Source: an optimization exercise on an open RTL-to-GDS flow (aim: small area, a short achievable clock period and few clock cycles). Production flows keep margins and buffers that such runs may drop. Power is estimated from default activity; no workload was simulated.

==> flow/design.v <==
module turf_dec (
    input  wire       clk,
    input  wire       rst,         
    input  wire       start,       
    input  wire [6:0] width_m1,    
    input  wire       in_valid,
    input  wire [7:0] in_data,
    output wire       in_ready,
    output reg        out_valid,
    output reg  [7:0] out_data,
    output reg        out_last,    
    input  wire       out_ready,
    output wire       err
);
    localparam QN = 2;             
    localparam QW = 1;             
    localparam [1:0] G_LIT = 2'd0,   
                     G_ABV = 2'd2,   
                     G_DLT = 2'd3;   
    localparam [2:0] P_IDLE = 3'd0,
                     P_HDR  = 3'd1,    
                     P_RAW  = 3'd2,    
                     P_TOK  = 3'd3,    
                     P_EXT  = 3'd4,    
                     P_LIT  = 3'd5,    
                     P_REPV = 3'd6,    
                     P_DLT  = 3'd7;    
    reg  [6:0] wm;                 
    reg        bv, skv;
    reg  [7:0] bd, sk;
    reg        p_pop;
    assign in_ready = !skv;
    wire   take     = in_valid && !skv;
    always @(posedge clk) begin
        if (rst || start) begin
            bv  <= 1'b0;
            skv <= 1'b0;
        end else begin
            if (!bv || p_pop) begin
                bv <= skv || take;
                bd <= skv ? sk : in_data;
                skv <= 1'b0;
            end else if (take) begin
                skv <= 1'b1;
                sk  <= in_data;
            end
        end
    end
    reg  [2:0] ps;
    reg        perr;
    reg  [1:0] hcnt;
    reg  [8:0] brem;               
    reg        big;                
    reg  [7:0] xq;                 
    reg  [6:0] tokl;               
    reg  [1:0] ttyp;
    reg  [6:0] tq;                 
    reg        dodd;               
    reg        rdone;              
    reg        q_full;
    reg        push;
    reg  [1:0] push_t;
    reg  [6:0] push_c;
    reg  [2:0] ps_n;
    reg        perr_n;
    assign err = perr;
    wire body_end = !big && brem == 9'd0;
    wire body_one = !big && brem == 9'd1;    
    wire ext      = bd[5:1] == 5'b11111;      
    wire is_tok   = (ps == P_TOK);
    wire [7:0] lq    = is_tok ? {2'd0, bd[5:0]} : bd;       
    wire [6:0] mq    = is_tok ? {1'b0, bd[5:0]} : bd[6:0] + 7'd62;
    wire       m_ok  = !xq[7] && lq <= xq;
    wire       m_end = lq == xq;
    wire [7:0] xq_n  = xq + ~lq;
    wire       tend  = rdone ? body_one : 1'b0;
    wire p_nopush = (ps == P_HDR && hcnt != 2'd3) ||
                    (is_tok && (bd[7:6] != 2'd2 || ext)) ||
                    (ps == P_EXT && ttyp != 2'd2);
    wire p_run    = !perr && ps != P_IDLE;
    always @(*) begin
        p_pop  = bv && p_run && (!q_full || p_nopush);
        push   = 1'b0;
        push_t = G_LIT;
        push_c = 7'd0;
        ps_n   = ps;
        perr_n = 1'b0;
        case (ps)
            P_HDR: if (p_pop && hcnt == 2'd3) begin
                if (bd[7:2] != 6'd0 || bd[1:0] == 2'b11)
                    perr_n = 1'b1;
                if (bd[1:0] == 2'b01) begin
                    ps_n = P_RAW;
                    if (big || brem != {2'b0, wm} + 9'd1)
                        perr_n = 1'b1;
                end else if (bd[1:0] == 2'b10) begin
                    push   = 1'b1;
                    push_t = G_ABV;
                    push_c = wm;
                    if (!body_end)
                        perr_n = 1'b1;
                end else
                    ps_n = P_TOK;
            end
            P_RAW: if (p_pop) begin
                push = 1'b1;
                if (xq == 8'd0) ps_n = P_HDR;
            end
            P_TOK, P_EXT: begin
                if (body_end)
                    perr_n = 1'b1;
                if (p_pop) begin
                    if (is_tok && (tokl == 7'd0 || bd[5:0] == 6'd63))
                        perr_n = 1'b1;
                    if (is_tok && ext)
                        ps_n = P_EXT;
                    else begin
                        if (!m_ok)
                            perr_n = 1'b1;
                        case (is_tok ? bd[7:6] : ttyp)
                            2'd0: ps_n = P_LIT;
                            2'd1: ps_n = P_REPV;
                            2'd3: ps_n = P_DLT;
                            default: begin
                                push   = 1'b1;
                                push_t = G_ABV;
                                push_c = mq;
                                if (m_end) begin
                                    ps_n = P_HDR;
                                    if (!body_one) perr_n = 1'b1;
                                end else
                                    ps_n = P_TOK;
                            end
                        endcase
                    end
                end
            end
            P_LIT, P_REPV, P_DLT: begin
                if (body_end)
                    perr_n = 1'b1;
                if (p_pop) begin
                    push = 1'b1;
                    if (ps == P_REPV)
                        push_c = tq;
                    else if (ps == P_DLT) begin
                        push_t = G_DLT;
                        push_c = (tq == 7'd0 && dodd) ? 7'd0 : 7'd1;
                        if (tq == 7'd0 && dodd && bd[7:4] != 4'd0)
                            perr_n = 1'b1;
                    end
                    if (ps == P_REPV || tq == 7'd0) begin
                        if (rdone) begin
                            ps_n = P_HDR;
                            if (!body_one) perr_n = 1'b1;
                        end else
                            ps_n = P_TOK;
                    end
                end
            end
            default: ;
        endcase
    end
    always @(posedge clk) begin
        if (rst) begin
            ps   <= P_IDLE;
            perr <= 1'b0;
        end else if (start) begin
            ps   <= P_HDR;
            perr <= 1'b0;
            hcnt <= 2'd0;
            wm   <= width_m1;
        end else begin
            if (perr_n)
                perr <= 1'b1;
            ps <= ps_n;
            if (p_pop) begin
                if (ps != P_HDR)
                    brem <= brem - 9'd1;
                case (ps)
                    P_HDR: begin
                        hcnt <= hcnt + 2'd1;
                        case (hcnt)
                            2'd0: begin brem[7:0] <= bd; big <= 1'b0; end
                            2'd1: begin brem[8] <= bd[0]; big <= bd[7:1] != 7'd0; end
                            2'd2: if (bd != 8'd0) big <= 1'b1;
                            default: begin
                                xq   <= {1'b0, wm};
                                tokl <= {1'b0, wm[6:1]} + 7'd17;
                            end
                        endcase
                    end
                    P_RAW: xq <= xq - 8'd1;
                    P_TOK: begin
                        tokl <= tokl - 7'd1;
                        ttyp <= bd[7:6];
                        if (ext)
                            xq <= xq - 8'd62;
                        else
                            xq <= xq_n;
                    end
                    P_EXT: xq <= xq_n;
                    P_LIT, P_DLT: tq <= tq - 7'd1;
                    default: ;
                endcase
                if ((is_tok && !ext) || ps == P_EXT) begin
                    tq    <= ((is_tok ? bd[7:6] : ttyp) == 2'd3) ? {1'b0, mq[6:1]} : mq;
                    dodd  <= !mq[0];
                    rdone <= m_end;
                end
            end
        end
    end
    reg  [1:0] qt [0:QN-1];
    reg  [6:0] qc [0:QN-1];
    reg  [7:0] qv [0:QN-1];
    reg  [QW-1:0] qwp, qrp;
    reg  [QW:0]   qn;
    reg        cv;                 
    reg  [1:0] ct;
    reg  [6:0] cc;
    reg  [7:0] cval;
    reg        okv;                
    reg  [7:0] okd;
    reg        okl;
    wire       emit    = cv && !okv;
    wire       cfree   = !cv || (emit && cc == 7'd0);
    wire       q_empty = (qn == 0);
    wire       q_pop   = cfree && !q_empty;
    wire       q_push  = push && !(cfree && q_empty);
    always @(posedge clk) begin
        if (rst || start) begin
            cv     <= 1'b0;
            qn     <= 0;
            qwp    <= 0;
            qrp    <= 0;
            q_full <= 1'b0;
        end else begin
            if (q_push) begin
                qt[qwp] <= push_t;
                qc[qwp] <= push_c;
                qv[qwp] <= bd;
                qwp     <= (qwp == QN - 1) ? 0 : qwp + 1;
            end
            if (q_pop)
                qrp <= (qrp == QN - 1) ? 0 : qrp + 1;
            if (q_push && !q_pop) begin
                qn     <= qn + 1;
                q_full <= (qn == QN - 1);
            end else if (q_pop && !q_push) begin
                qn     <= qn - 1;
                q_full <= 1'b0;
            end
            if (cfree) begin
                cv <= !q_empty || push;
                if (!q_empty) begin
                    ct   <= qt[qrp];
                    cc   <= qc[qrp];
                    cval <= qv[qrp];
                end else begin
                    ct   <= push_t;
                    cc   <= push_c;
                    cval <= bd;
                end
            end else if (emit) begin
                cc <= cc - 7'd1;
                if (ct == G_DLT)
                    cval <= {4'd0, cval[7:4]};
            end
        end
    end
    reg        frow;               
    reg        rs;                 
    reg  [6:0] ex;                 
    reg  [7:0] dl1;                
    wire [7:0] prev    = rs ? 8'd0 : dl1;
    wire [7:0] tap [0:7];
    wire [7:0] above   = frow ? 8'd0 : tap[7];
    wire [7:0] dpix    = prev + {{4{cval[3]}}, cval[3:0]};
    wire [7:0] pix     = (ct == G_ABV) ? above :
                         (ct == G_DLT) ? dpix : cval;
    wire       last    = (ex == wm);
    wire [6:0] dsel = wm;
    assign tap[0] = dl1;
    genvar gi;
    generate
        for (gi = 0; gi < 7; gi = gi + 1) begin : g_seg
            localparam integer L = 1 << (6 - gi);             
            reg [8*L-1:0] sr;
            if (L == 1) begin : g_one
                always @(posedge clk)
                    if (emit) sr <= tap[gi];
            end else begin : g_many
                always @(posedge clk)
                    if (emit) sr <= {sr[8*L-9:0], tap[gi]};
            end
            assign tap[gi + 1] = dsel[6 - gi] ? sr[8*L-1 -: 8] : tap[gi];
        end
    endgenerate
    always @(posedge clk) begin
        if (emit) begin
            dl1 <= pix;
        end
    end
    always @(posedge clk) begin
        if (rst || start) begin
            frow <= 1'b1;
            rs   <= 1'b1;
            ex   <= 7'd0;
        end else if (emit) begin
            rs <= last;
            if (last) begin
                ex   <= 7'd0;
                frow <= 1'b0;
            end else
                ex <= ex + 7'd1;
        end
    end
    always @(posedge clk) begin
        if (rst || start) begin
            out_valid <= 1'b0;
            okv       <= 1'b0;
        end else if (!out_valid || out_ready) begin
            out_valid <= okv || emit;
            okv       <= 1'b0;
            out_data  <= okv ? okd : pix;
            out_last  <= okv ? okl : last;
        end else if (emit) begin
            okv <= 1'b1;
            okd <= pix;
            okl <= last;
        end
    end
endmodule
==> flow/config.mk <==
export PLATFORM = sky130hd
export DESIGN_NAME = turf_dec
export DESIGN_NICKNAME = turf_dec
export VERILOG_FILES = /design/flow/design.v
export SDC_FILE = /design/flow/constraint.sdc
export NUM_CORES = 4
export LEC_CHECK = 0
export ABC_CLOCK_PERIOD_IN_PS = 2700
export CAP_MARGIN = 20
export CORE_MARGIN = 2
export CORE_UTILIZATION = 55
export CTS_BUF_LIST = sky130_fd_sc_hd__clkbuf_16
export CTS_CLUSTER_DIAMETER = 100
export CTS_CLUSTER_SIZE = 30
export PLACE_DENSITY = 0.7
export SLEW_MARGIN = 20
==> flow/constraint.sdc <==
create_clock -name core_clock -period 8.0 [get_ports {clk}]
set_input_delay 1.6000 -clock core_clock [delete_from_list [all_inputs] [get_ports {clk}]]
set_output_delay 1.6000 -clock core_clock [all_outputs]
set_load 0.01 [all_outputs]
standard.sh (not shown) runs the stock make flow with config.mk's settings and CLKGATE_MAP_FILE= SYNTH_SCRIPT=/design/flow/synth_recipe.tcl, a recipe that flattens the netlist after the stock synthesis.
==> flow/flow/run.sh <==
#!/bin/bash
# Standard layout, with timing repair aimed at a larger setup slack than
# config.mk's settings allow. Each tool's full output goes to its own log.
set -euo pipefail
bash standard.sh SETUP_SLACK_MARGIN=5.4 synth > make_synth.log 2>&1
bash standard.sh SETUP_SLACK_MARGIN=5.4 finish > make_finish.log 2>&1
The first run completed with no timing, DRC or antenna violations.
Edit:
--- a/flow/design.v
+++ b/flow/design.v
@@ -59,10 +59,11 @@
     reg        rdone;              
     reg        q_full;
     reg        push;
     reg  [1:0] push_t;
     reg  [6:0] push_c;
+    reg        push_l;             
     reg  [2:0] ps_n;
     reg        perr_n;
     assign err = perr;
     wire body_end = !big && brem == 9'd0;
     wire body_one = !big && brem == 9'd1;    
@@ -81,10 +82,11 @@
     always @(*) begin
         p_pop  = bv && p_run && (!q_full || p_nopush);
         push   = 1'b0;
         push_t = G_LIT;
         push_c = 7'd0;
+        push_l = 1'b0;
         ps_n   = ps;
         perr_n = 1'b0;
         case (ps)
             P_HDR: if (p_pop && hcnt == 2'd3) begin
                 if (bd[7:2] != 6'd0 || bd[1:0] == 2'b11)
@@ -95,17 +97,19 @@
                         perr_n = 1'b1;
                 end else if (bd[1:0] == 2'b10) begin
                     push   = 1'b1;
                     push_t = G_ABV;
                     push_c = wm;
+                    push_l = 1'b1;
                     if (!body_end)
                         perr_n = 1'b1;
                 end else
                     ps_n = P_TOK;
             end
             P_RAW: if (p_pop) begin
-                push = 1'b1;
+                push   = 1'b1;
+                push_l = xq == 8'd0;
                 if (xq == 8'd0) ps_n = P_HDR;
             end
             P_TOK, P_EXT: begin
                 if (body_end)
                     perr_n = 1'b1;
@@ -123,10 +127,11 @@
                             2'd3: ps_n = P_DLT;
                             default: begin
                                 push   = 1'b1;
                                 push_t = G_ABV;
                                 push_c = mq;
+                                push_l = m_end;
                                 if (m_end) begin
                                     ps_n = P_HDR;
                                     if (!body_one) perr_n = 1'b1;
                                 end else
                                     ps_n = P_TOK;
@@ -147,10 +152,11 @@
                         push_c = (tq == 7'd0 && dodd) ? 7'd0 : 7'd1;
                         if (tq == 7'd0 && dodd && bd[7:4] != 4'd0)
                             perr_n = 1'b1;
                     end
                     if (ps == P_REPV || tq == 7'd0) begin
+                        push_l = rdone;
                         if (rdone) begin
                             ps_n = P_HDR;
                             if (!body_one) perr_n = 1'b1;
                         end else
                             ps_n = P_TOK;
@@ -211,24 +217,30 @@
         end
     end
     reg  [1:0] qt [0:QN-1];
     reg  [6:0] qc [0:QN-1];
     reg  [7:0] qv [0:QN-1];
+    reg        ql [0:QN-1];
     reg  [QW-1:0] qwp, qrp;
     reg  [QW:0]   qn;
     reg        cv;                 
     reg  [1:0] ct;
     reg  [6:0] cc;
     reg  [7:0] cval;
+    reg        cl;                 
     reg        okv;                
     reg  [7:0] okd;
     reg        okl;
-    wire       emit    = cv && !okv;
+    wire       pushb   = bv && !perr && (ps == P_RAW || ps == P_LIT || ps == P_REPV || ps == P_DLT);
+    wire       byp     = !cv && pushb && !okv;
+    wire       emit    = (cv || pushb) && !okv;
     wire       cfree   = !cv || (emit && cc == 7'd0);
     wire       q_empty = (qn == 0);
     wire       q_pop   = cfree && !q_empty;
     wire       q_push  = push && !(cfree && q_empty);
+    wire [1:0] st      = cv ? ct : push_t;        
+    wire [7:0] sv      = cv ? cval : bd;
     always @(posedge clk) begin
         if (rst || start) begin
             cv     <= 1'b0;
             qn     <= 0;
             qwp    <= 0;
@@ -237,10 +249,11 @@
         end else begin
             if (q_push) begin
                 qt[qwp] <= push_t;
                 qc[qwp] <= push_c;
                 qv[qwp] <= bd;
+                ql[qwp] <= push_l;
                 qwp     <= (qwp == QN - 1) ? 0 : qwp + 1;
             end
             if (q_pop)
                 qrp <= (qrp == QN - 1) ? 0 : qrp + 1;
             if (q_push && !q_pop) begin
@@ -254,33 +267,40 @@
                 cv <= !q_empty || push;
                 if (!q_empty) begin
                     ct   <= qt[qrp];
                     cc   <= qc[qrp];
                     cval <= qv[qrp];
+                    cl   <= ql[qrp];
+                end else if (byp) begin
+                    cv   <= push_c != 7'd0;
+                    ct   <= push_t;
+                    cc   <= push_c - 7'd1;
+                    cval <= (push_t == G_DLT) ? {4'd0, bd[7:4]} : bd;
+                    cl   <= push_l;
                 end else begin
                     ct   <= push_t;
                     cc   <= push_c;
                     cval <= bd;
+                    cl   <= push_l;
                 end
             end else if (emit) begin
                 cc <= cc - 7'd1;
                 if (ct == G_DLT)
                     cval <= {4'd0, cval[7:4]};
             end
         end
     end
     reg        frow;               
     reg        rs;                 
-    reg  [6:0] ex;                 
     reg  [7:0] dl1;                
     wire [7:0] prev    = rs ? 8'd0 : dl1;
     wire [7:0] tap [0:7];
     wire [7:0] above   = frow ? 8'd0 : tap[7];
-    wire [7:0] dpix    = prev + {{4{cval[3]}}, cval[3:0]};
-    wire [7:0] pix     = (ct == G_ABV) ? above :
-                         (ct == G_DLT) ? dpix : cval;
-    wire       last    = (ex == wm);
+    wire [7:0] dpix    = prev + {{4{sv[3]}}, sv[3:0]};
+    wire [7:0] pix     = (st == G_ABV) ? above :
+                         (st == G_DLT) ? dpix : sv;
+    wire       last    = cv ? (cl && cc == 7'd0) : (push_l && push_c == 7'd0);
     wire [6:0] dsel = wm;
     assign tap[0] = dl1;
     genvar gi;
     generate
         for (gi = 0; gi < 7; gi = gi + 1) begin : g_seg
@@ -303,18 +323,14 @@
     end
     always @(posedge clk) begin
         if (rst || start) begin
             frow <= 1'b1;
             rs   <= 1'b1;
-            ex   <= 7'd0;
         end else if (emit) begin
             rs <= last;
-            if (last) begin
-                ex   <= 7'd0;
+            if (last)
                 frow <= 1'b0;
-            end else
-                ex <= ex + 7'd1;
         end
     end
     always @(posedge clk) begin
         if (rst || start) begin
             out_valid <= 1'b0;
Effect: The new run completed without violations. Via count went up by 5.2%. Total power went up by 0.54%. Cell count grows by 4.0%. Routed wire length rose by 11%. Design area increases by 5.3%. Clock-buffer cell count stays the same. Critical path depth rises by 7. Sequential share of layout area decreases by 4.0 points.
Function was not checked in any run of this note: the RTL went through the layout flow alone.

## static timing again, ports no longer ideal
In the flow no input, the clock included, has a driving cell. The finished layouts below were timed again as built, in two steps.
Step 1, drivers: a clkbuf_16 drives clk and a buf_2 each remaining input, both assumed.
Step 2, shift: input delay + t, output delay - t, t = (earliest + latest rising clock arrival at the registers) / 2. This alone moves slack from input paths to output paths.
Slacks: ideal ports / drivers / drivers and shift; pairs: ideal ports / drivers.
| run | t, ns | setup slack, ns | clock arrival spread, ns |
|---|---|---|---|
| the first run | 0.690 | 5.160 / 5.099 / 4.789 | 0.030 / 0.030 |
| the second run | 0.682 | 4.997 / 4.986 / 4.756 | 0.036 / 0.036 |
After both steps every run listed still meets setup and hold. For the first run, which loses most, drivers alone change the setup slack by -0.061 ns; drivers and shift together by -0.371 ns.
